Source: an optimization exercise on an open RTL-to-GDS flow (aim: small area, a short achievable clock period and few clock cycles per item). Production flows keep margins and buffers that such runs may drop. Only simulation tests tie the RTL to the original design; equivalence was not proved. No activity file was given, so power comes from the tool's default toggle rates.

===== design/flow/flow/run.sh =====
#!/bin/bash
# Layout: the standard flow, with the input and output port buffers made
# of sky130_fd_sc_hd__buf_4 cells instead of the cell buffer_ports picks by
# default (a delay buffer). Every port still gets its own buffer.
set -euo pipefail
export BUFFER_PORTS_ARGS="-buffer_cell sky130_fd_sc_hd__buf_4"
bash standard.sh > standard.log 2>&1

===== design/flow/standard.sh =====
#!/bin/bash
# synth_recipe.tcl (not shown) runs the flow's synth.tcl, then flattens the netlist and writes it again
# the make line also repeats each setting of config.mk as NAME=value (left out here)
make -C /OpenROAD-flow-scripts/flow DESIGN_CONFIG=/design/flow/config.mk WORK_HOME=/design/flow/orfs CLKGATE_MAP_FILE= SYNTH_SCRIPT=/design/flow/synth_recipe.tcl "${@:-finish}"

===== design/flow/config.mk =====
export PLATFORM = sky130hd
export DESIGN_NAME = elc_recon
export DESIGN_NICKNAME = elc_recon
export VERILOG_FILES = /design/flow/design.v
export SDC_FILE = /design/flow/constraint.sdc
export NUM_CORES = 4
export LEC_CHECK = 0
export CAP_MARGIN = 60
export CORE_MARGIN = 2
export CORE_UTILIZATION = 45
export CTS_CLUSTER_DIAMETER = 70
export CTS_CLUSTER_SIZE = 24
export SLEW_MARGIN = 60

===== design/flow/constraint.sdc =====
create_clock -name core_clock -period 20.0 [get_ports {clk}]
set_input_delay 4.0000 -clock core_clock [delete_from_list [all_inputs] [get_ports {clk}]]
set_output_delay 4.0000 -clock core_clock [all_outputs]
set_load 0.01 [all_outputs]

===== design/flow/design.v =====
module elc_recon (
    input  wire        clk,
    input  wire        rst,
    input  wire        in_valid,
    output reg         in_ready,
    input  wire [17:0] in_data,
    output wire        out_valid,
    input  wire        out_ready,
    output wire [15:0] out_data,
    output wire        out_last
);
    integer k;
    function [3:0] m9inc;            
        input [3:0] a;
        m9inc = (a == 4'd8) ? 4'd0 : a + 4'd1;
    endfunction
    function [3:0] m9dec;            
        input [3:0] a;
        m9dec = (a == 4'd0) ? 4'd8 : a - 4'd1;
    endfunction
    reg [3:0] ph;
    localparam [1:0] I_HDR = 2'd0, I_LVL = 2'd1, I_PRED = 2'd2;
    reg [1:0] ist;
    reg [5:0] icnt;
    reg       icbf;       
    reg       isplit;     
    reg [3:0] icbf4;
    reg       icb;        
    reg       icod;       
    reg [3:0] lag;        
    wire fire = in_valid & in_ready;
    reg        iv;
    reg [1:0]  ik;
    reg [5:0]  iidx;
    reg [17:0] idat;
    reg       cbf, split;
    reg [3:0] cbf4;
    reg [1:0] dcode;
    reg [6:0] ls;
    reg [4:0] qn;
    reg [7:0] rnd;        
    wire [6:0] h_qe = {1'b0, idat[5:0]} + (idat[7:6] == 2'd0 ? 7'd0 :
                                           idat[7:6] == 2'd1 ? 7'd12 : 7'd36);
    reg [4:0] h_n;
    reg [6:0] h_ls;
    always @(*) begin
        h_n = h_qe / 7'd6;
        case (h_qe % 7'd6)
            7'd0:    h_ls = 7'd64;
            7'd1:    h_ls = 7'd72;
            7'd2:    h_ls = 7'd81;
            7'd3:    h_ls = 7'd91;
            7'd4:    h_ls = 7'd102;
            default: h_ls = 7'd114;
        endcase
    end
    wire [7:0] h_rnd = (h_n < 5'd8) ? (8'd1 << (3'd7 - h_n[2:0])) : 8'd0;
    function [51:0] csa;             
        input [25:0] a, b, c;
        reg   [25:0] cy;
        begin
            cy  = (a & b) | (a & c) | (b & c);
            csa = {cy[24:0], 1'b0, a ^ b ^ c};
        end
    endfunction
    wire [25:0] lx = {{8{idat[17]}}, idat};
    wire [25:0] pp0 = ls[0] ? lx        : 26'd0;
    wire [25:0] pp1 = ls[1] ? lx << 1   : 26'd0;
    wire [25:0] pp2 = ls[2] ? lx << 2   : 26'd0;
    wire [25:0] pp3 = ls[3] ? lx << 3   : 26'd0;
    wire [25:0] pp4 = ls[4] ? lx << 4   : 26'd0;
    wire [25:0] pp5 = ls[5] ? lx << 5   : 26'd0;
    wire [25:0] pp6 = ls[6] ? lx << 6   : 26'd0;
    wire [25:0] pp7 = {18'd0, rnd};
    wire [51:0] k1 = csa(pp0, pp1, pp2);
    wire [51:0] c2 = csa(pp3, pp4, pp5);
    wire [51:0] c3 = csa(k1[25:0], k1[51:26], c2[25:0]);
    wire [51:0] c4 = csa(c2[51:26], pp6, pp7);
    wire [51:0] c5 = csa(c3[25:0], c3[51:26], c4[25:0]);
    wire [51:0] c6 = csa(c5[25:0], c5[51:26], c4[51:26]);
    reg               pv;
    reg        [5:0]  pidx;
    reg        [12:0] ps, pc, plo;
    reg               pcy;
    wire       [13:0] p_lo  = c6[12:0] + c6[38:26];
    wire [25:0]        d_p   = {ps + pc + {12'd0, pcy}, plo};
    wire signed [40:0] d_shl = {{15{d_p[25]}}, d_p} <<< qn;
    wire        [32:0] d_sh  = d_shl[40:8];
    wire        [4:0]  d_m   = qn - 5'd8;
    reg         [9:0]  d_msk;
    always @(*) begin
        for (k = 0; k < 10; k = k + 1)
            d_msk[k] = (qn >= 5'd8) && (k + 15 + d_m >= 23);
    end
    wire               d_ovf = |((d_p[24:15] ^ {10{d_p[25]}}) & d_msk);
    wire        [23:0] d_val = d_ovf ? (d_p[25] ? 24'h800000 : 24'h7fffff) : d_sh[23:0];
    reg        [23:0] z;
    reg               zv, zh, zrst, zlast, zu7;
    reg        [2:0]  zr;
    reg signed [33:0] acc [0:7];
    reg        [7:0]  accc;
    wire [23:0] ring_tap [0:7];
    wire [23:0] e_val [0:7];
    wire [16:0] r_val [0:7];
    genvar gi;
    generate
        for (gi = 0; gi < 8; gi = gi + 1) begin : g_lane
            wire [33:0] a = {acc[gi][33:17] + {16'd0, accc[gi]}, acc[gi][16:0]};
            assign e_val[gi] = (a[33:30] == 4'h0 || a[33:30] == 4'hf) ? a[30:7]
                               : (a[33] ? 24'h800000 : 24'h7fffff);
            assign r_val[gi] = (a[33:23] == 11'h000 || a[33:23] == 11'h7ff) ? a[23:7]
                               : (a[33] ? 17'h10000 : 17'h0ffff);
        end
    endgenerate
    reg       vdone;      
    reg [3:0] rt;         
    reg [2:0] hrow;       
    reg       hrun;
    reg [2:0] hj;
    reg       hdone;      
    reg [2:0] arow;       
    reg wr;       
    reg wr7;      
    generate
        for (gi = 0; gi < 8; gi = gi + 1) begin : g_ring
            reg [215:0] r;
            always @(posedge clk)
                r <= {wr ? e_val[gi] : r[23:0], r[215:24]};
            if (gi == 0) begin : g_t0
                assign ring_tap[gi] = (hj == 3'd7) ? r[24*5 +: 24] : r[24*4 +: 24];
            end else begin : g_t
                assign ring_tap[gi] = r[24*((gi + 3) % 9) +: 24];
            end
        end
    endgenerate
    reg [152:0] rr;
    reg         rvalid;
    reg [2:0]   rrow;
    reg         rdone;    
    reg [3:0]   hi;       
    reg [31:0] g0s, g0c, g1s, g1c;
    reg [23:0] zd;
    reg [2:0]  ar;
    reg        av, ah, arst, alast, au7;
    reg [31:0] qs [0:3];
    reg [7:0]  lact, lneg;
    reg        sv, sh, srst, slast, su7, sfirst;
    reg        q0v;              
    reg  [1:0] qcnt;             
    wire       q0e = qcnt != 2'd0;
    wire       q1v = qcnt[1];
    wire       q2v = qcnt == 2'd3;
    reg [16:0] q0, q1, q2;       
    assign out_valid = q0v;
    assign out_data  = q0[15:0];
    assign out_last  = q0[16];
    function issc;
        input [1:0] k;
        input [5:0] x;
        input       cb;
        input [3:0] lg;
        input [1:0] qc;
        input       rv;
        input [2:0] rw;
        input [3:0] h;
        case (k)
            I_HDR:   issc = 1'b1;
            I_LVL:   issc = (x == 6'd0) || (lg == 4'd0);
            default: issc = (qc != 2'd3) &&
                            (!cb || (rv && rw == x[5:3] && h == {1'b0, x[2:0]}));
        endcase
    endfunction
    wire iss      = iv && issc(ik, iidx, icb, lag, qcnt, rvalid, rrow, hi);
    wire inr_pred = iss && (ik == I_PRED);
    wire s_lastent = sv && sh && slast;      
    wire last_use = inr_pred && icb && (iidx[2:0] == 3'd7);
    wire rfree    = !rvalid || rdone || last_use;
    wire load     = hdone && rfree;
    wire       hdone_n  = (hdone && !load) || s_lastent;
    wire       rvalid_n = rvalid || load;
    wire       rdone_n  = !load && (rdone || last_use);
    wire [2:0] rrow_n   = load ? arow : rrow;
    wire [2:0] arow_n   = s_lastent ? (hrow - 3'd1) : arow;
    wire [3:0] hi_n     = load ? 4'd0 : m9inc(hi);
    wire [3:0] lag_n    = (iss && ik == I_LVL) ? 4'd0 : m9inc(lag);
    wire       pop   = q0e && out_ready;
    wire       take  = !q0e || out_ready;           
    wire       popq  = take && q1v;                 
    wire       pushq = inr_pred && !(take && !q1v);   
    wire [1:0] qcnt_n = pop ? qcnt - {1'b0, !inr_pred} : qcnt + {1'b0, inr_pred};
    function [1:0] next_fn;
        input f, p;
        reg   [1:0] k, qc;
        reg   [5:0] x;
        reg         cb, v, is;
        begin
            if (f) begin
                k = ist;  x = icnt;  cb = icbf;
            end else begin
                k = ik;   x = iidx;  cb = icb;
            end
            v  = f || (iv && !iss);
            qc = p ? qcnt - {1'b0, !inr_pred} : qcnt + {1'b0, inr_pred};
            is = v && issc(k, x, cb, lag_n, qc, rvalid_n, rrow_n, hi_n);
            next_fn = {!v || is, is && k == I_PRED && cb && x[2:0] == 3'd7};
        end
    endfunction
    wire [1:0] nx = fire ? (pop ? next_fn(1'b1, 1'b1) : next_fn(1'b1, 1'b0))
                         : (pop ? next_fn(1'b0, 1'b1) : next_fn(1'b0, 1'b0));
    wire ready_n = nx[1];
    reg  abort;
    wire zok     = zv && !abort;
    wire aok     = av && !abort;
    wire sfirst_n = aok && ah && arst;
    wire [1:0] nx1 = next_fn(1'b1, 1'b0);
    wire [1:0] nx0 = next_fn(1'b0, 1'b0);
    wire lu_n    = fire ? nx1[0] : nx0[0];
    wire abort_n = sfirst_n && hdone_n && rvalid_n && !rdone_n && !lu_n;
    wire z7      = zv && !zh && zlast && zu7;
    wire hstart  = z7 || (vdone && !hrun && (ph == rt));
    wire hread   = hstart || hrun;
    reg [1:0] ist_n;
    reg [5:0] icnt_n;
    reg       icbf_n;
    always @(*) begin
        ist_n  = ist;
        icnt_n = icnt;
        icbf_n = icbf;
        if (fire) begin
            case (ist)
                I_HDR: begin
                    ist_n  = in_data[8] ? I_LVL : I_PRED;
                    icbf_n = in_data[8];
                    icnt_n = 6'd0;
                end
                I_LVL: begin
                    icnt_n = icnt + 6'd1;
                    if (icnt == 6'd63) ist_n = I_PRED;
                end
                default: begin
                    icnt_n = icnt + 6'd1;
                    if (icnt == 6'd63) ist_n = I_HDR;
                end
            endcase
        end
    end
    wire [31:0] zz = {{8{z[23]}}, z};
    reg  [5:0]  zc;
    wire [2:0]  zr_n = pv ? pidx[2:0] :
                       (hrow == 3'd0) ? ((hj == 3'd7) ? 3'd7 : 3'd6 - hj) : 3'd7 - hj;
    wire [5:0]  zc_n = split ? {zr_n[0], zr_n[0], !zr_n[0], 3'b000}
                             : {zr_n[0], 2'b00, !zr_n[0] && zr_n[1], zr_n[0],
                                !zr_n[0] && !zr_n[1]};
    wire [31:0] a0 = zc[0] ? zz << 5 : zz << 6;
    wire [31:0] b0 = ({32{zc[0]}} & (zz << 3)) | ({32{zc[4]}} & (zz << 4));
    wire [31:0] c0 = {32{zc[0] | zc[2] | zc[4]}} & (zz << 2);
    wire [31:0] d0 = {32{zc[0] | zc[1] | zc[2]}} & zz;
    wire        s0 = zc[2];
    wire [31:0] a1 = zc[5] ? zz << 5 : zz << 4;
    wire [31:0] b1 = zc[5] ? zz << 4 : zz << 3;
    wire [31:0] c1 = {32{zc[5]}} & (zz << 1);
    wire [31:0] d1 = {32{zc[5]}} & zz;
    function [63:0] csa32;           
        input [31:0] a, b, c;
        reg   [31:0] cy;
        begin
            cy    = (a & b) | (a & c) | (b & c);
            csa32 = {cy[30:0], 1'b0, a ^ b ^ c};
        end
    endfunction
    wire [63:0] ga = csa32(a0, b0, c0 ^ {32{s0}});
    wire [63:0] gb = csa32(ga[31:0], {ga[63:33], s0}, d0 ^ {32{s0}});
    wire [63:0] gc = {gb[63:33], s0, gb[31:0]};
    wire [31:0] zdd  = {{8{zd[23]}}, zd};
    wire [31:0] g0   = g0s + g0c;
    wire [63:0] gd = csa32(a1, b1, c1);
    wire [63:0] ge = csa32(gd[31:0], gd[63:32], d1);
    wire [31:0] g1   = g1s + g1c;
    wire [31:0] g2   = (zdd << 5) + (zdd << 1);
    wire [63:0] gf = csa32(zdd << 3, zdd << 2, zdd);
    wire [31:0] g3   = gf[31:0] + gf[63:32];
    reg  [31:0] qs_n [0:3];
    always @(*) begin
        for (k = 0; k < 4; k = k + 1) begin
            case (gsel(split, ar, k[1:0]))
                2'd0:    qs_n[k] = g0;
                2'd1:    qs_n[k] = g1;
                2'd2:    qs_n[k] = g2;
                default: qs_n[k] = g3;
            endcase
        end
    end
    function [1:0] gsel;
        input       sp;
        input [2:0] r;
        input [1:0] i;
        reg   [7:0] p;
        begin
            if (sp)
                p = r[0] ? (r[1] ? 8'b10_00_00_10 : 8'b00_10_10_00) : 8'b0;
            else case (r)
                3'd1:    p = 8'b11_10_01_00;
                3'd2:    p = 8'b00_01_01_00;
                3'd3:    p = 8'b10_00_11_01;
                3'd5:    p = 8'b01_11_00_10;
                3'd6:    p = 8'b01_00_00_01;
                3'd7:    p = 8'b00_01_10_11;
                default: p = 8'b0;
            endcase
            gsel = p[2*i +: 2];
        end
    endfunction
    function negsel;
        input       sp;
        input [2:0] r;
        input [2:0] kk;
        reg [7:0] row8;
        reg [3:0] row4;
        begin
            case (r)
                3'd0: row8 = 8'b00000000;
                3'd1: row8 = 8'b11110000;
                3'd2: row8 = 8'b00111100;
                3'd3: row8 = 8'b10001110;
                3'd4: row8 = 8'b01100110;
                3'd5: row8 = 8'b10110010;
                3'd6: row8 = 8'b01011010;
                default: row8 = 8'b10101010;
            endcase
            case (r[1:0])
                2'd0: row4 = 4'b0000;
                2'd1: row4 = 4'b1100;
                2'd2: row4 = 4'b0110;
                default: row4 = 4'b1010;
            endcase
            negsel = sp ? row4[kk[1:0]] : row8[kk];
        end
    endfunction
    reg [33:0] acc_n [0:7];
    reg [7:0]  accc_n;
    always @(*) begin
        for (k = 0; k < 8; k = k + 1) begin : lanes
            reg [31:0] g;
            reg [33:0] base, addend, ax;
            reg [18:0] slo;
            reg [17:0] shi;
            g = qs[(k < 4) ? k : 7 - k];
            base   = srst ? 34'd64 : acc[k];
            addend = lact[k] ? {{2{g[31]}}, g} : 34'd0;
            ax     = addend ^ {34{lneg[k]}};
            slo    = {1'b0, base[16:0], 1'b1} + {1'b0, ax[16:0], lneg[k]};
            shi    = {base[33:17], 1'b1} + {ax[33:17], accc[k] && !srst};
            acc_n[k] = {shi[17:1], slo[17:1]};
            accc_n[k] = slo[18];
        end
    end
    wire [2:0]  sx = iidx[2:0];
    wire [2:0]  sy = iidx[5:3];
    wire        coded = icod;
    wire [16:0] res   = coded ? rr[16:0] : 17'd0;
    wire [17:0] recon = {2'b00, idat[15:0]} + {res[16], res};
    wire        over  = recon[16] || (!dcode[1] && recon[15:12] != 4'd0) ||
                        (dcode == 2'd0 && recon[11:10] != 2'd0);
    wire [15:0] maxval = dcode == 2'd0 ? 16'h03ff : dcode == 2'd1 ? 16'h0fff : 16'hffff;
    wire [15:0] sample = recon[17] ? 16'd0 : over ? maxval : recon[15:0];
    wire [16:0] qin = {iidx == 6'd63, sample};
    always @(posedge clk) begin
        plo  <= p_lo[12:0];
        pcy  <= p_lo[13];
        ps   <= c6[25:13];
        pc   <= c6[51:39];
        z    <= pv ? d_val : ring_tap[hrow];
        g0s  <= gc[31:0];
        g0c  <= gc[63:32];
        g1s  <= ge[31:0];
        g1c  <= ge[63:32];
        zd   <= z;
        ar   <= zr;
        ah   <= zh;
        arst <= zrst;
        alast <= zlast;
        au7  <= zu7;
        for (k = 0; k < 4; k = k + 1)
            qs[k] <= qs_n[k];
        for (k = 0; k < 8; k = k + 1) begin
            lact[k] <= aok && !abort_n && (!split || (ar[2] == k[2]));
            lneg[k] <= aok && !abort_n && (!split || (ar[2] == k[2])) && negsel(split, ar, k[2:0]);
            acc[k]  <= acc_n[k];
        end
        accc <= accc_n;
        rr <= load ? {r_val[0], r_val[7], r_val[6], r_val[5], r_val[4],
                      r_val[3], r_val[2], r_val[1], r_val[0]}
                   : {rr[16:0], rr[152:17]};
        if (iss && ik == I_HDR) begin
            cbf   <= idat[8];
            split <= idat[9];
            cbf4  <= idat[13:10];
            dcode <= idat[7:6];
            ls    <= h_ls;
            qn    <= h_n;
            rnd   <= h_rnd;
        end
        if (fire) begin
            idat <= in_data;
            ik   <= ist;
            iidx <= icnt;
            icb  <= icbf;
            icod <= icbf && (!isplit || icbf4[{icnt[5], icnt[2]}]);
        end
        if (fire && ist == I_HDR) begin
            isplit <= in_data[9];
            icbf4  <= in_data[13:10];
        end
        pidx  <= iidx;
        zr    <= zr_n;
        zc    <= zc_n;
        zrst  <= pv ? (pidx[2:0] == 3'd0) : (hj == 3'd0);
        zlast <= pv ? (pidx[2:0] == 3'd7) : (hj == 3'd7);
        zu7   <= pidx[5:3] == 3'd7;
        zh    <= !pv;
        sh    <= ah;
        srst  <= aok && arst && !abort_n;
        sfirst <= sfirst_n && !abort_n;
        slast <= alast;
        su7   <= au7;
        if (rst) begin
            ph       <= 4'd0;
            ist      <= I_HDR;
            icnt     <= 6'd0;
            icbf     <= 1'b0;
            lag      <= 4'd0;
            in_ready <= 1'b0;
            iv       <= 1'b0;
            pv       <= 1'b0;
            zv       <= 1'b0;
            sv       <= 1'b0;
            av       <= 1'b0;
            wr       <= 1'b0;
            wr7      <= 1'b0;
            abort    <= 1'b0;
            vdone    <= 1'b0;
            rt       <= 4'd0;
            hrow     <= 3'd0;
            hrun     <= 1'b0;
            hj       <= 3'd0;
            hdone    <= 1'b0;
            arow     <= 3'd0;
            rvalid   <= 1'b0;
            rrow     <= 3'd0;
            rdone    <= 1'b0;
            hi       <= 4'd0;
            q0v      <= 1'b0;
            qcnt     <= 2'd0;
        end else begin
            ph       <= m9inc(ph);
            ist      <= ist_n;
            icnt     <= icnt_n;
            icbf     <= icbf_n;
            lag      <= lag_n;
            in_ready <= ready_n;
            iv       <= fire || (iv && !iss);
            pv       <= iss && (ik == I_LVL);
            zv       <= pv || (hread && !abort);
            av       <= zok;
            sv       <= aok;
            wr       <= sv && !sh && slast;
            wr7      <= sv && !sh && slast && su7;
            abort    <= abort_n;
            if (z7) begin
                vdone <= 1'b1;
                rt    <= ph;
            end
            if (abort) begin
                hrun <= 1'b0;
                hj   <= 3'd0;
            end else begin
                if (sfirst)
                    rt <= m9dec(rt);
                if (hread) begin
                    hj   <= hj + 3'd1;
                    hrun <= (hj != 3'd7);
                    if (hj == 3'd7) begin
                        hrow <= hrow + 3'd1;
                        if (hrow == 3'd7) vdone <= 1'b0;
                    end
                end
            end
            hdone <= hdone_n;
            arow  <= arow_n;
            rvalid <= rvalid_n;
            rdone  <= rdone_n;
            hi     <= hi_n;
            rrow   <= rrow_n;
            q0v  <= inr_pred || qcnt[1] || (qcnt[0] && !out_ready);
            qcnt <= qcnt_n;
        end
    end
    always @(posedge clk) begin
        if (take)
            q0 <= q1v ? q1 : qin;
        if (popq) begin
            q1 <= q2v ? q2 : qin;
            q2 <= qin;
        end else if (pushq) begin
            if (!q1v) q1 <= qin;
            q2 <= qin;
        end
    end
endmodule

==> flow_metrics.tcl, run 1 <==
set metrics [dict create \
    die-width_um 487.6 \
    cts_hold_buffers 0 \
    synth_warnings 5 \
    dpl_cell_area_mm2 0.1097 \
    syn-cell-area_mm2 0.1052 \
    hold_class "flip-flop to flip-flop" \
    cts_made_buffers 160 \
    synthFlopType "dfxtp_1" \
    wl_mm 299.8 \
    whs_ns 0.2914 \
    fin_ws_ns 14.62 \
    relSlewSlack 0.5472 \
    slowest_delay_ns 0.38 \
    slowest_stage "edfxtp_1" \
    fin_nets 10692 \
    fillCellCount 20993 \
    path_class "flip-flop to primary output" \
    insertion_delay_ns 0.87 \
    fmax_mhz 185.9 \
    skew_ns 0.07858 \
    syn_inst 9997 \
    ioPinCount 41 \
    async_flop_share 0 \
    drive_above_1_share 0.08456 \
    min_period_over_period 0.2690 \
    dp_hpwl_mm 229.1 \
    critPathTopFamily "flip-flops" \
    slew_viol_final 0 \
    min_period_ns 5.379 \
    hold_viol 0 \
    initial_core_util 0.4526 \
    ys_seq_area_frac 0.5220 \
    end_kind "primary output" \
    grt_pass1_wl_mm 439.8 \
    synth_edf_count 106 \
    synth.avg_cell_area_um2 10.53 \
    drv_cap 0 \
    drtIter0Drc 5825 \
    rows 177 \
    gp_congestion 0.9399 \
    clockBufferDepth 3 \
    post_cts_buffers 0 \
    gr-usage-all-layers 0.2480 \
    syn_nets 10760 \
    synth_cell_types 103 \
    drtAntennaViolNets 0 \
    drt_pre_antenna_iters 5 \
    dieArea_mm2 0.2377 \
    synth_seq_cells 2691 \
    rsz0062_at_grt "no" \
    path_max_fanout 1 \
    port_buffers 40 \
    cp_data_required_time_ns 16.00 \
    worst-path-buf-inv 1 \
    pwr_density_cell_mw_per_mm2 107.2 \
    clkSlewWorstSetupHoldPaths_ns 0.09 \
    antenna_found_initial 27 \
    drc 0 \
    fin_setup_tns_ns 0 \
    status "no timing/DRC/antenna violations" \
    grt_pass1_vias 68342 \
    root_buffer "clkbuf_16" \
    place_worst_setup_slack_ns 14.23 \
    setup_viol 0 \
    cp.arrival_ns 1.38 \
    postCtsResizedCells 0 \
    vias 71124 \
    cts_htree_levels 4 \
    wl_per_cell_um 22.93 \
    vias_per_cell 5.441 \
    grt_overflow 0 \
    cts_tree "done" \
    die-height_um 487.6 \
    core_area_mm2 0.2325 \
    peakVddDrop_mv 0.08593 \
    worst_pin_slew_ns 0.6773 \
    p_leak_uw 0.04820 \
    clkSinkCount 2691 \
    grt_max_degree 86 \
    cp-start-kind "flip-flop" \
    areaGrowthSynthToFinish_pct 9.656 \
    fin_area_mm2 0.1154 \
    cp_cell_sequence "buf_4" \
]
-- kinds of logic (layout without fill, tap and decap cells) --
| logic type | count (synthesis) | count (layout) | synth area share |
|---|---|---|---|
| xor gates and xnor gates | 733 | 733 | 0.06115 |
| AOI/OAI and AO/OA | 1963 | 1963 | 0.1177 |
| and+or+nand+nor | 2770 | 2770 | 0.1279 |
| other | 1 | 14 | 0.00003563 |
| DFF | 2691 | 2691 | 0.5220 |
| muxes | 297 | 297 | 0.03739 |
| buffers and inverters | 801 | 820 | 0.02907 |
| adders and majority gates | 741 | 741 | 0.1047 |
-- sequential cells by signal (all words and copies together), names as in the netlist, 12 cells and up --
| register | cells |
|---|---|
| acc | 272 |
| q1 | 17 |
| pc | 13 |
| plo | 13 |
| zd | 24 |
| g1c | 28 |
| idat | 18 |
| g0s | 31 |
| rr | 153 |
| g_ring.r | 1728 |
| q0 | 17 |
| g0c | 32 |
| qs | 128 |
| z | 24 |
| ps | 12 |
| g1s | 29 |
| q2 | 17 |
-- per-layer routing --
layer,vias to the layer above,part of all wire,track usage
met5,-,0,0
met4,0,0.051,0.1116
met3,446,0.058,0.02986
met2,1990,0.44,0.3857
met1,34646,0.45,0.3457
li1,34042,-,-
-- synth_stat cells (all sizes together), types with 209 or more instances --
master	count	area, µm²
nor2b	323	2023
nor2	607	2278
dfxtp	2585	51750
and2	209	1308
ha	508	6356
fa	233	4664
a21oi	646	3237
clkbuf	348	1306
nand2	883	3314
inv	380	1426
xnor2	578	5077
o21ai	421	2115
-- placed cells by master, fill, tap and decap left out, types with 127 or more instances in the layout --
cell	netlist	layout
a21o_1	128	127
a21oi_1	645	615
and2_1	208	204
buf_4	1	147
clkbuf_16	0	164
dfxtp_1	2585	2560
fa_1	233	233
ha_1	508	507
inv_1	378	375
mux2i_1	140	134
nand2_1	883	881
nand3_1	170	168
nor2_1	607	596
nor2b_1	322	322
nor3_1	155	149
o21ai_0	390	380
xnor2_1	576	550
xor2_1	155	151
-- layout make-up --
cell class	instances	area, µm²	share of cell area
flip-flops and latches	2691	54970	0.4764
repair buffers	187	1593	0.01380
clock buffers	171	4160	0.03605
inverters	384	1444	0.01251
well taps	3043	3807	0.03299
clock inverters	78	1247	0.01081
diodes	13	32.53	0.0002819
multi-input cells	6505	48140	0.4172
-- per-stage QoR --
step | cells | total power, µW | util
floorplan | 9997 | 7754 | -
global route | 13065 | 12910 | 0.4962
CTS | 13050 | 12420 | 0.4949
finish | 13072 | 12370 | 0.4963
detailed placement | 12801 | 8823 | 0.4717
global placement | 12767 | 8737 | 0.4675
-- worst paths after layout --
kind	from	end	slack, ns	depth (start not counted)
setup / recovery	q0[6]	out_data[6]	14.62	1
hold / removal	alast	slast	0.29	0
setup reg to reg	ls[0]	plo[12]	15.09	18
hold reg to reg	alast	slast	0.29	0
-- power by group --
group / internal (µW) / switching (µW)
Sequential: 5740 / 360
Clock: 1660 / 1950
Combinational: 988 / 1670
Total: 8390 / 3980
-- worst reg2reg max path, delay by kind of cell (launching register included) --
kind / cells / cell delay [ns]
fa+ha+maj: 5 / 2.36
compound gates: 7 / 1.20
flops: 1 / 0.64
simple gates: 3 / 0.41
xor+xnor: 1 / 0.13
buf+inv: 2 / 0.10
Testbench counts, summed over its fixed seeds: cycles 41,537, blocks 320.
==> run 2, diff against run 1 <==
--- a/design/flow/config.mk
+++ b/design/flow/config.mk
@@ -9,3 +9,3 @@
 export CORE_MARGIN = 2
-export CORE_UTILIZATION = 45
+export CORE_UTILIZATION = 55
 export CTS_CLUSTER_DIAMETER = 70
==> run 2 against run 1 <==
Compared with the run above:
- clock power shrank 3%
- cell count shrank 4.0%
- synthesized area is the same
- largest power group unchanged
- global-route usage grew 5.1 points
- sequential share of layout area grew 0.24 points
- die area shrank 18%
- total power shrank 0.87%
- combinational power is essentially flat
- via count grew 0.13%
- sequential power is essentially flat
- cell area shrank 0.50%
- non-clock buffer count grew 4
- still clean
==> flow_metrics.tcl, run 2 <==
set metrics [dict create \
    status "no timing/DRC/antenna violations" \
    root_buffer "clkbuf_16" \
    fin_setup_tns_ns 0 \
    fin_cells 12548 \
    synthFlopType "dfxtp_1" \
    ioPinCount 41 \
    clockBufferDepth 3 \
    wl_mm 295.4 \
    hold_class "flip-flop to flip-flop" \
    synth.most_common_cell "dfxtp_1" \
    fin_ws_ns 14.63 \
    clkSinkCount 2691 \
    final_cell_mix "dfxtp_1 (2,563), nand2_1 (881), a21oi_1 (614)" \
    combPwrFrac 0.217 \
    seq_power_share 0.497 \
    placed_cells_incl_taps 12271 \
    async_flop_share 0 \
    postCtsResizedCells 0 \
    port_buffers 40 \
    grt_max_degree 104 \
    clkPwrFrac 0.286 \
    syn_inst 9997 \
    synth_edf_count 106 \
    global_route.usage.met3 0.03871 \
    gr-usage-all-layers 0.2989 \
    multi_input_area_mm2 0.04836 \
    grt_overflow 0 \
    post_cts_buffers 0 \
    peakVddDrop_mv 0.09405 \
    use_met2 0.4614 \
    fmax_mhz 186.1 \
    die-width_um 441.4 \
    place_worst_setup_slack_ns 14.20 \
    fin_nets 10691 \
    final_common_cell "dfxtp_1" \
    drtAntennaViolNets 0 \
    slowest_delay_ns 0.38 \
    vias 71216 \
    reg.largest.list "g_ring.r (1728), acc (272), rr (153)" \
    p_leak_uw 0.04816 \
    initial_core_util 0.5533 \
    die-height_um 441.4 \
    cp_cell_sequence "buf_4" \
    cts_hold_buffers 0 \
    gp_congestion 0.9551 \
    power_uw 12260 \
    drive_above_1_share 0.08532 \
    drv_cap 0 \
    worst_pin_slew_ns 0.7033 \
    hold_viol 0 \
    end_kind "primary output" \
    synth_common_cells "dfxtp_1 (2,585), nand2_1 (883), a21oi_1 (645)" \
    setup_viol 0 \
    cts_tree "done" \
    clkSlewWorstSetupHoldPaths_ns 0.09 \
    wl_per_cell_um 23.54 \
    synth.avg_cell_area_um2 10.53 \
    drc 0 \
    fillCellCount 15926 \
    synth_cell_types 103 \
    dp_hpwl_mm 227.2 \
    ys_seq_area_frac 0.5220 \
    whs_ns 0.3023 \
    switchingPower_uw 3925 \
    yosys-top-cells-area "dfxtp_1 (49%), ha_1 (6.0%), xnor2_1 (4.8%)" \
    largest-register "g_ring.r" \
    slowest_stage "edfxtp_1" \
    syn-cell-area_mm2 0.1052 \
    grt_pass1_vias 67668 \
    core_area_mm2 0.1902 \
    cts_made_buffers 155 \
    antenna_found_initial 32 \
    vias_per_cell 5.675 \
    syn_nets 10760 \
    min_period_ns 5.375 \
    cp.arrival_ns 1.37 \
    relSlewSlack 0.5298 \
    rsz0062_at_grt "no" \
    synth_top_cell_area_share 0.4917 \
    cts_htree_levels 4 \
    path_max_fanout 1 \
    worst-path-buf-inv 1 \
    pwr_density_cell_mw_per_mm2 106.8 \
    grt_busiest_layer "met2" \
    p_int_uw 8339 \
    insertion_delay_ns 0.86 \
    sw_frac_of_total 0.3200 \
    yosys.area.top_type "dfxtp_1" \
    synth_warnings 5 \
    min_period_over_period 0.2687 \
    slew_viol_final 0 \
    cp_data_required_time_ns 16.00 \
    synth_seq_cells 2691 \
    dieArea_mm2 0.1949 \
    skew_ns 0.06305 \
    drt_pre_antenna_iters 7 \
    drtIter0Drc 6649 \
    critPathTopFamily "flip-flops" \
    path_class "flip-flop to primary output" \
    seq_area_mm2 0.05497 \
    rows 160 \
    grtUsageMet1 0.4109 \
    cp-start-kind "flip-flop" \
    areaGrowthSynthToFinish_pct 9.105 \
    grt_pass1_wl_mm 432.1 \
    largest_reg_flops 1728 \
]
## run 2: cell count changes in the layout (fill, tap and decap cells not counted), sizes merged
cell,delta
clkdlybuf4s15,+1
clkinv,-13
buf,+4
clkbuf,-3
inv,+6
diode,+15
clkinvlp,-2
## run 2: cells by family after synthesis
family | count (synthesis) | synth area share
multiplexers | 297 | 0.03739
other | 1 | 0.00003563
XOR/XNOR | 733 | 0.06115
buffers and inverters | 801 | 0.02907
adder cells (fa/ha/maj) | 741 | 0.1047
AND/OR/NAND/NOR | 2770 | 0.1279
AO/OA/AOI/OAI | 1963 | 0.1177
flip-flops | 2691 | 0.5220
## run 2: cell type report
type                            instances  share of cell area
Antenna cell                           28           0.0006102
Sequential cell                      2691              0.4788
Multi-Input combinational cell       6505              0.4211
Clock inverter                         69            0.009524
Timing Repair Buffer                  191             0.01469
Clock buffer                          169             0.03531
Tap cell                             2511             0.02736
Inverter                              384             0.01258
## run 2: power by group through the flow
| stage | Combinational [µW] | Sequential (µW) | Clock, µW |
|---|---|---|---|
| floorplan | 1720 | 6030 | 0 |
| global placement | 2520 | 6200 | 0 |
| detailed placement | 2600 | 6210 | 0 |
| CTS | 2620 | 6090 | 3580 |
| global route | 2870 | 6130 | 3770 |
| finish | 2660 | 6100 | 3510 |
## run 2: final timing paths
check	from	endpoint	slack [ns]	cells after the start
setup reg to reg	idat[3]	plo[12]	15.10	18
setup / recovery	q0[15]	out_data[15]	14.63	1
hold reg to reg	g_ring[7].r[78]	g_ring[7].r[54]	0.30	0
hold / removal	g_ring[7].r[78]	g_ring[7].r[54]	0.30	0
## run 2: routing by layer
| metal | vias up | wire [µm] |
|---|---|---|
| li1 | 34035 | - |
| met1 | 34568 | 132100 |
| met2 | 2109 | 129600 |
| met3 | 486 | 16490 |
| met4 | 18 | 17120 |
| met5 | - | 115 |
## run 2: stage by stage
stage,util,instance area (µm²)
4_1_cts,0.6018,114500
2_1_floorplan,-,105200
3_5_place_dp,0.5747,109300
3_3_place_gp,0.5678,108000
6_report,0.6037,114800
5_1_grt,0.6035,114800
==> run 3, diff against run 2 <==
--- a/design/flow/config.mk
+++ b/design/flow/config.mk
@@ -9,3 +9,3 @@
 export CORE_MARGIN = 2
-export CORE_UTILIZATION = 55
+export CORE_UTILIZATION = 62
 export CTS_CLUSTER_DIAMETER = 70
==> run 3 against run 2 <==
Compared with the run above:
- cell count decreased by 2.7%
- clock skew is 0.010 ns higher
- fmax is 0.34% higher
- via count up 0.28%
- worst setup slack better by 0.018 ns
- wire length decreased by 3.9%
- sequential share of layout area rose by 0.38 points
- core utilization grew 7.1 points
- sequential cell count unchanged
- critical path type unchanged
- critical endpoint unchanged
- largest power group unchanged
- highest routed layer unchanged
==> flow_metrics.tcl, run 3 <==
set metrics [dict create \
    fin_setup_tns_ns 0 \
    initial_core_util 0.6230 \
    port_buffers 40 \
    largest_reg_flops 1728 \
    min_period_ns 5.357 \
    drt_pre_antenna_iters 7 \
    synth.most_common_cell "dfxtp_1" \
    worst-path-buf-inv 1 \
    synth.avg_cell_area_um2 10.53 \
    status "no timing/DRC/antenna violations" \
    drc 0 \
    path_class "flip-flop to primary output" \
    largest-register "g_ring.r" \
    slowest_delay_ns 0.38 \
    reg.largest.list "g_ring.r (1728), acc (272), rr (153)" \
    final_cell_mix "dfxtp_1 (2,558), nand2_1 (880), a21oi_1 (614)" \
    seq_power_share 0.504 \
    cp.arrival_ns 1.36 \
    hold_depth 0 \
    gr-usage-all-layers 0.3236 \
    hold_class "flip-flop to flip-flop" \
    hold_viol 0 \
    clockBufferDepth 3 \
    p_int_uw 8248 \
    min_period_over_period 0.2678 \
    synth_top_cell_area_share 0.4917 \
    cp-start-kind "flip-flop" \
    gp_congestion 0.9710 \
    cts_htree_levels 4 \
    rows 151 \
    wl_mm 283.8 \
    cts_hold_buffers 0 \
    slowest_stage "edfxtp_1" \
    drtIter0Drc 5984 \
    worst-r2r-setup-slack_ns 15.13 \
    holdPathEnd "g_ring[0].r[58]" \
    min-delay-start "g_ring[0].r[82]" \
    postCtsResizedCells 0 \
    skew_ns 0.07302 \
    wl_per_cell_um 23.24 \
    areaGrowthSynthToFinish_pct 8.262 \
    pwr_density_cell_mw_per_mm2 106.4 \
    setup_viol 0 \
    synthFlopType "dfxtp_1" \
    slew_viol_final 0 \
    critPathTopFamily "flip-flops" \
    synth_seq_cells 2691 \
    cp_cell_sequence "buf_4" \
    ys_seq_area_frac 0.5220 \
    worst_pin_slew_ns 0.6954 \
    p_leak_uw 0.04789 \
    drive_above_1_share 0.08135 \
    clkSlewWorstSetupHoldPaths_ns 0.08 \
    root_buffer "clkbuf_16" \
    synth_cell_types 103 \
    synth_edf_count 106 \
    power_uw 12120 \
    clkPwrFrac 0.280 \
    vias 71415 \
    grt_overflow 0 \
    fmax_mhz 186.7 \
    clkSinkCount 2691 \
    dp_hpwl_mm 216.3 \
    relSlewSlack 0.5364 \
    core_area_mm2 0.1689 \
    yosys-top-cells-area "dfxtp_1 (49%), ha_1 (6.0%), xnor2_1 (4.8%)" \
    cts_tree "done" \
    final_common_cell "dfxtp_1" \
    ioPinCount 41 \
    grt_pass1_vias 68495 \
    antenna_found_initial 22 \
    grt_pass1_wl_mm 420.9 \
    rsz0062_at_grt "no" \
    rr_startpoint "idat[3]" \
    combPwrFrac 0.215 \
    r2r.worst_path.cells 18 \
    sw_frac_of_total 0.3196 \
    fillCellCount 13046 \
    peakVddDrop_mv 0.09227 \
    dieArea_mm2 0.1730 \
    grt_max_degree 110 \
    drtAntennaViolNets 0 \
    yosys.area.top_type "dfxtp_1" \
    cp_data_required_time_ns 16.00 \
    insertion_delay_ns 0.86 \
    postLayoutCoreUtil 0.6745 \
    async_flop_share 0 \
    fin_nets 10672 \
    synth_warnings 5 \
    die-width_um 416.0 \
    multi_input_area_mm2 0.04823 \
    synth_common_cells "dfxtp_1 (2,585), nand2_1 (883), a21oi_1 (645)" \
    switchingPower_uw 3874 \
    seq_area_mm2 0.05498 \
    die-height_um 416.0 \
    drv_cap 0 \
    syn-cell-area_mm2 0.1052 \
    path_max_fanout 1 \
    end_kind "primary output" \
    syn_nets 10760 \
    r2r-end "plo[12]" \
    syn_inst 9997 \
    cts_made_buffers 154 \
    post_cts_buffers 0 \
    vias_per_cell 5.848 \
]
-- run 3: cell counts after synthesis --
No cell type changed its count.
-- run 3: how the worst max path moves through the flow --
| stage | start | to | slack (ns) | cells after the start |
|---|---|---|---|---|
| detailed placement | in_valid | lneg[4] | 14.25 | 8 |
| floorplan | out_ready | q1[0] | 13.44 | 4 |
| CTS | q0[15] | out_data[15] | 14.60 | 1 |
| global route | q0[10] | out_data[10] | 14.59 | 1 |
| finish | q0[15] | out_data[15] | 14.64 | 1 |
| global placement | out_ready | q1[1] | 14.22 | 6 |
-- run 3: through the flow --
| stage | setup slack [ns] | cell area (µm²) | hold slack [ns] | cells |
|---|---|---|---|---|
| 6_report | 14.64 | 113900 | 0.3030 | 12211 |
| 5_1_grt | 14.59 | 113900 | 0.3083 | 12200 |
| 4_1_cts | 14.60 | 113600 | 0.3000 | 12191 |
| 3_5_place_dp | 14.25 | 108600 | 0.3121 | 11962 |
| 3_3_place_gp | 14.22 | 107600 | 0.3095 | 11927 |
| 2_1_floorplan | 13.44 | 105200 | 0.3096 | 9997 |
-- run 3: kinds of logic after synthesis --
| kind of cell | after synthesis | share of synthesized area |
|---|---|---|
| buffers and inverters | 801 | 0.02907 |
| multiplexers | 297 | 0.03739 |
| XOR/XNOR | 733 | 0.06115 |
| other | 1 | 0.00003563 |
| flip-flops | 2691 | 0.5220 |
| adder cells (fa/ha/maj) | 741 | 0.1047 |
| AO/OA/AOI/OAI | 1963 | 0.1177 |
| AND/OR/NAND/NOR | 2770 | 0.1279 |
-- run 3: final cells by class --
type | count | area share
antenna | 11 | 0.0002416
clock buffer | 166 | 0.03448
clock inverter | 63 | 0.008665
inverter | 384 | 0.01266
multi-input combinational | 6505 | 0.4233
sequential | 2691 | 0.4825
tap | 2218 | 0.02436
timing repair buffer | 173 | 0.01373
-- run 3: power by group through the flow --
stage | Clock (µW) | Sequential (µW) | Combinational [µW]
after floorplan | 0 | 6030 | 1720
after global placement | 0 | 6220 | 2460
after detailed placement | 0 | 6230 | 2550
after CTS | 3440 | 6100 | 2570
after global routing | 3630 | 6140 | 2820
final | 3400 | 6120 | 2610
-- run 3: metal layers --
layer | track usage | vias up | wire, µm
met2 | 0.5071 | 2333 | 126700
met1 | 0.4363 | 34525 | 122300
met4 | 0.1648 | 14 | 16120
met3 | 0.05086 | 551 | 18550
met5 | 0 | - | 89
li1 | - | 33992 | -
==> run 4, diff against run 3 <==
==> design/flow/run.sh (new file) <==
#!/bin/bash
# synth_recipe.tcl (not shown) runs the flow's synth.tcl, then flattens the netlist and writes it again
# the make line also repeats each setting of config.mk as NAME=value (left out here)
make -C /OpenROAD-flow-scripts/flow DESIGN_CONFIG=/design/flow/config.mk WORK_HOME=/design/flow/orfs CLKGATE_MAP_FILE= SYNTH_SCRIPT=/design/flow/synth_recipe.tcl finish
--- a/design/flow/config.mk
+++ b/design/flow/config.mk
@@ -9,3 +9,3 @@
 export CORE_MARGIN = 2
-export CORE_UTILIZATION = 62
+export CORE_UTILIZATION = 45
 export CTS_CLUSTER_DIAMETER = 70
removed: design/flow/flow/run.sh
removed: design/flow/standard.sh
==> run 4 against run 3 <==
Compared with the run above:
- fmax decreased by 7.2%
- via count decreased by 0.60%
- cell count increased by 7.0%
- sequential share of layout area decreased by 0.63 points
- synthesized cell count unchanged
- worst setup slack got worse by 0.41 ns
- still clean
- global-route usage decreased by 7.7 points
- wire length increased by 5.2%
- critical endpoint is now out_data[7]
- combinational power increased by 2%
- highest routed layer unchanged
- non-clock buffer count increased by 6
- critical path type unchanged
- clock skew increased by 0.0018 ns
- cell area increased by 1.3%
==> flow_metrics.tcl, run 4 <==
set metrics [dict create \
    ys_seq_area_frac 0.5220 \
    whs_ns 0.2876 \
    vias 70984 \
    synth_edf_count 106 \
    dpl_cell_area_mm2 0.1097 \
    synth.mux.area_fraction 0.03739 \
    r2r-end "plo[12]" \
    min_period_ns 5.770 \
    fin_area_mm2 0.1155 \
    cp_cell_sequence "clkdlybuf4s50_1" \
    drc 0 \
    synth-xor-area-share 0.06115 \
    clockBufferDepth 3 \
    yosys.area.top_type "dfxtp_1" \
    async_flop_share 0 \
    areaGrowthSynthToFinish_pct 9.712 \
    synthFlopType "dfxtp_1" \
    hold_viol 0 \
    slew_viol_final 0 \
    worst-r2r-setup-slack_ns 15.01 \
    root_buffer "clkbuf_16" \
    clkSlewWorstSetupHoldPaths_ns 0.09 \
    hold_class "flip-flop to flip-flop" \
    worst_pin_slew_ns 0.6884 \
    drtAntennaViolNets 0 \
    largest_reg_flops 1728 \
    synth_top_family_by_area "simple AND/OR/NAND/NOR gates" \
    cts_made_buffers 160 \
    drtIter0Drc 6050 \
    grt_max_degree 116 \
    placed_cells_incl_taps 12794 \
    wl_mm 298.5 \
    rsz0062_at_grt "no" \
    dieArea_mm2 0.2377 \
    peakVddDrop_mv 0.09992 \
    hold_depth 0 \
    pwr_density_cell_mw_per_mm2 107.2 \
    worst-path-buf-inv 1 \
    fin_cells 13061 \
    ioPinCount 41 \
    p_leak_uw 0.04808 \
    grt_busiest_layer "met2" \
    fin_nets 10684 \
    rr_startpoint "idat[3]" \
    path_max_fanout 1 \
    gp_congestion 0.9453 \
    syn_inst 9997 \
    global_route.usage.met3 0.02496 \
    post_cts_buffers 0 \
    cp_data_required_time_ns 16.00 \
    cp.arrival_ns 1.77 \
    setup_viol 0 \
    final_common_cell "dfxtp_1" \
    synth.most_common_cell "dfxtp_1" \
    cts_hold_buffers 0 \
    rows 177 \
    largest-register "g_ring.r" \
    initial_core_util 0.4526 \
    reg.largest.list "g_ring.r (1728), acc (272), rr (153)" \
    synth_warnings 5 \
    min-delay-start "g_ring[7].r[76]" \
    min_period_over_period 0.2885 \
    antenna_found_initial 15 \
    use_met2 0.3853 \
    cts_htree_levels 4 \
    critPathTopFamily "buffers and inverters" \
    fin_setup_tns_ns 0 \
    grt_pass1_vias 68134 \
    path_class "flip-flop to primary output" \
    status "no timing/DRC/antenna violations" \
    grt_overflow 0 \
    synth-adder-area-share 0.1047 \
    r2r.worst_path.cells 18 \
    dp_hpwl_mm 228.2 \
    cp-start-kind "flip-flop" \
    port_buffers 40 \
    grtUsageMet1 0.3448 \
    wl_per_cell_um 22.85 \
    slowest_delay_ns 0.53 \
    core_area_mm2 0.2325 \
    power_uw 12380 \
    final_cell_mix "dfxtp_1 (2,554), nand2_1 (881), a21oi_1 (615)" \
    holdPathEnd "g_ring[7].r[52]" \
    syn_nets 10760 \
    syn-cell-area_mm2 0.1052 \
    gr-usage-all-layers 0.2471 \
    insertion_delay_ns 0.90 \
    synth-simple-area-share 0.1279 \
    synth_cell_types 103 \
    synth_common_cells "dfxtp_1 (2,585), nand2_1 (883), a21oi_1 (645)" \
    vias_per_cell 5.435 \
    relSlewSlack 0.5405 \
    synth_seq_cells 2691 \
    crit_start "q0[7]" \
    synth_top_cell_area_share 0.4917 \
    synth.avg_cell_area_um2 10.53 \
    synth-compound-area-share 0.1177 \
    die-width_um 487.6 \
    grt_pass1_wl_mm 438.2 \
    die-height_um 487.6 \
    end_kind "primary output" \
    skew_ns 0.07480 \
    postCtsResizedCells 0 \
    drt_pre_antenna_iters 6 \
    drv_cap 0 \
    yosys-top-cells-area "dfxtp_1 (49%), ha_1 (6.0%), xnor2_1 (4.8%)" \
    cts_tree "done" \
    drive_above_1_share 0.08080 \
    slowest_stage "clkdlybuf4s50_1" \
    clkSinkCount 2691 \
    fmax_mhz 173.3 \
]
## run 4: cell counts after synthesis
No cell type changed its count.
## run 4: cell type report
class,count,area [µm²]
inverter,384,1444
tap,3043,3807
antenna,18,45.04
multi-input combinational,6505,48190
fill,20768,117100
clock buffer,163,4046
timing repair buffer,179,1579
sequential,2691,54980
clock inverter,78,1361
## run 4: through the flow
stage | util | setup WS [ns]
global placement | 0.4677 | 13.18
detailed placement | 0.4717 | 13.88
global route | 0.4964 | 14.15
CTS | 0.4950 | 14.15
floorplan | - | 13.44
finish | 0.4965 | 14.23
## run 4: worst reg2reg max path, cell delays in order, from the launching register on
cell and delay [ns]:
edfxtp_1 0.61, and2_1 0.29, fa_1 0.51, fa_1 0.59
inv_1 0.07, fa_1 0.51, inv_1 0.04, ha_1 0.33
fa_1 0.44, a21o_1 0.18, a21oi_1 0.22, o21bai_1 0.09
a21oi_1 0.23, nor2b_1 0.08, o21a_1 0.19, o21ai_0 0.15
nand2b_1 0.07, a21oi_1 0.19, xnor2_1 0.13
## run 4: kinds of logic (layout without fill, tap and decap cells)
family | Yosys count | count (layout)
fa+ha+maj | 741 | 741
compound gates | 1963 | 1963
other cells | 1 | 19
simple gates | 2770 | 2770
mux | 297 | 297
buf+inv | 801 | 804
xor+xnor | 733 | 733
flops | 2691 | 2691
## run 4: worst max path at each step
stage / to / slack [ns] / cells after the start
after detailed placement: lneg[4] / 13.88 / 9
after global routing: out_data[7] / 14.15 / 1
after floorplan: q1[0] / 13.44 / 4
final: out_data[7] / 14.23 / 1
after CTS: out_data[7] / 14.15 / 1
after global placement: q1[6] / 13.18 / 6
## run 4: routing by layer
layer,vias to the layer above,wire length (µm)
met3,424,13990
li1,33981,-
met2,1860,131500
met1,34713,137100
met4,6,15830
met5,-,38
## run 4: power by group
group	total (µW)	internal [µW]	switching, µW
Sequential	6120	5740	380
Combinational	2650	990	1660
Clock	3610	1610	2000

separate check: timing with driven ports:
The results above use ideal ports. As a check the final layouts listed here were re-extracted and re-timed, cells and wires unchanged. Step 1 assumes that a clkbuf_16 drives the clock port and a buf_2 every other input. Step 2 moves the port delays by t, midway between the first and last clock arrival at a register: inputs arrive t later, outputs are due t later. That takes back most of the time a late clock gives input paths. Three values: no drivers, after step 1, after step 2; two values: the first two.
| run | shift t [ns] | setup slack, ns | latest minus earliest clock arrival (ns) | worst data-port slew with drivers (ns) | cell pins on the clock port's net |
|---|---|---|---|---|---|
| run 1 | 0.922 | 14.621 / 14.530 / 14.142 | 0.083 / 0.083 | 0.05 | 1 |
| run 2 | 0.925 | 14.625 / 14.527 / 14.291 | 0.064 / 0.065 | 0.05 | 1 |
| run 3 | 0.922 | 14.643 / 14.551 / 14.221 | 0.077 / 0.077 | 0.05 | 1 |
| run 4 | 0.954 | 14.230 / 14.139 / 13.854 | 0.075 / 0.075 | 0.05 | 1 |
After both steps setup and hold are still met in every run listed. The setup slack of run 1, which loses most, moves by -0.091 ns with the drivers and by -0.479 ns with both steps.
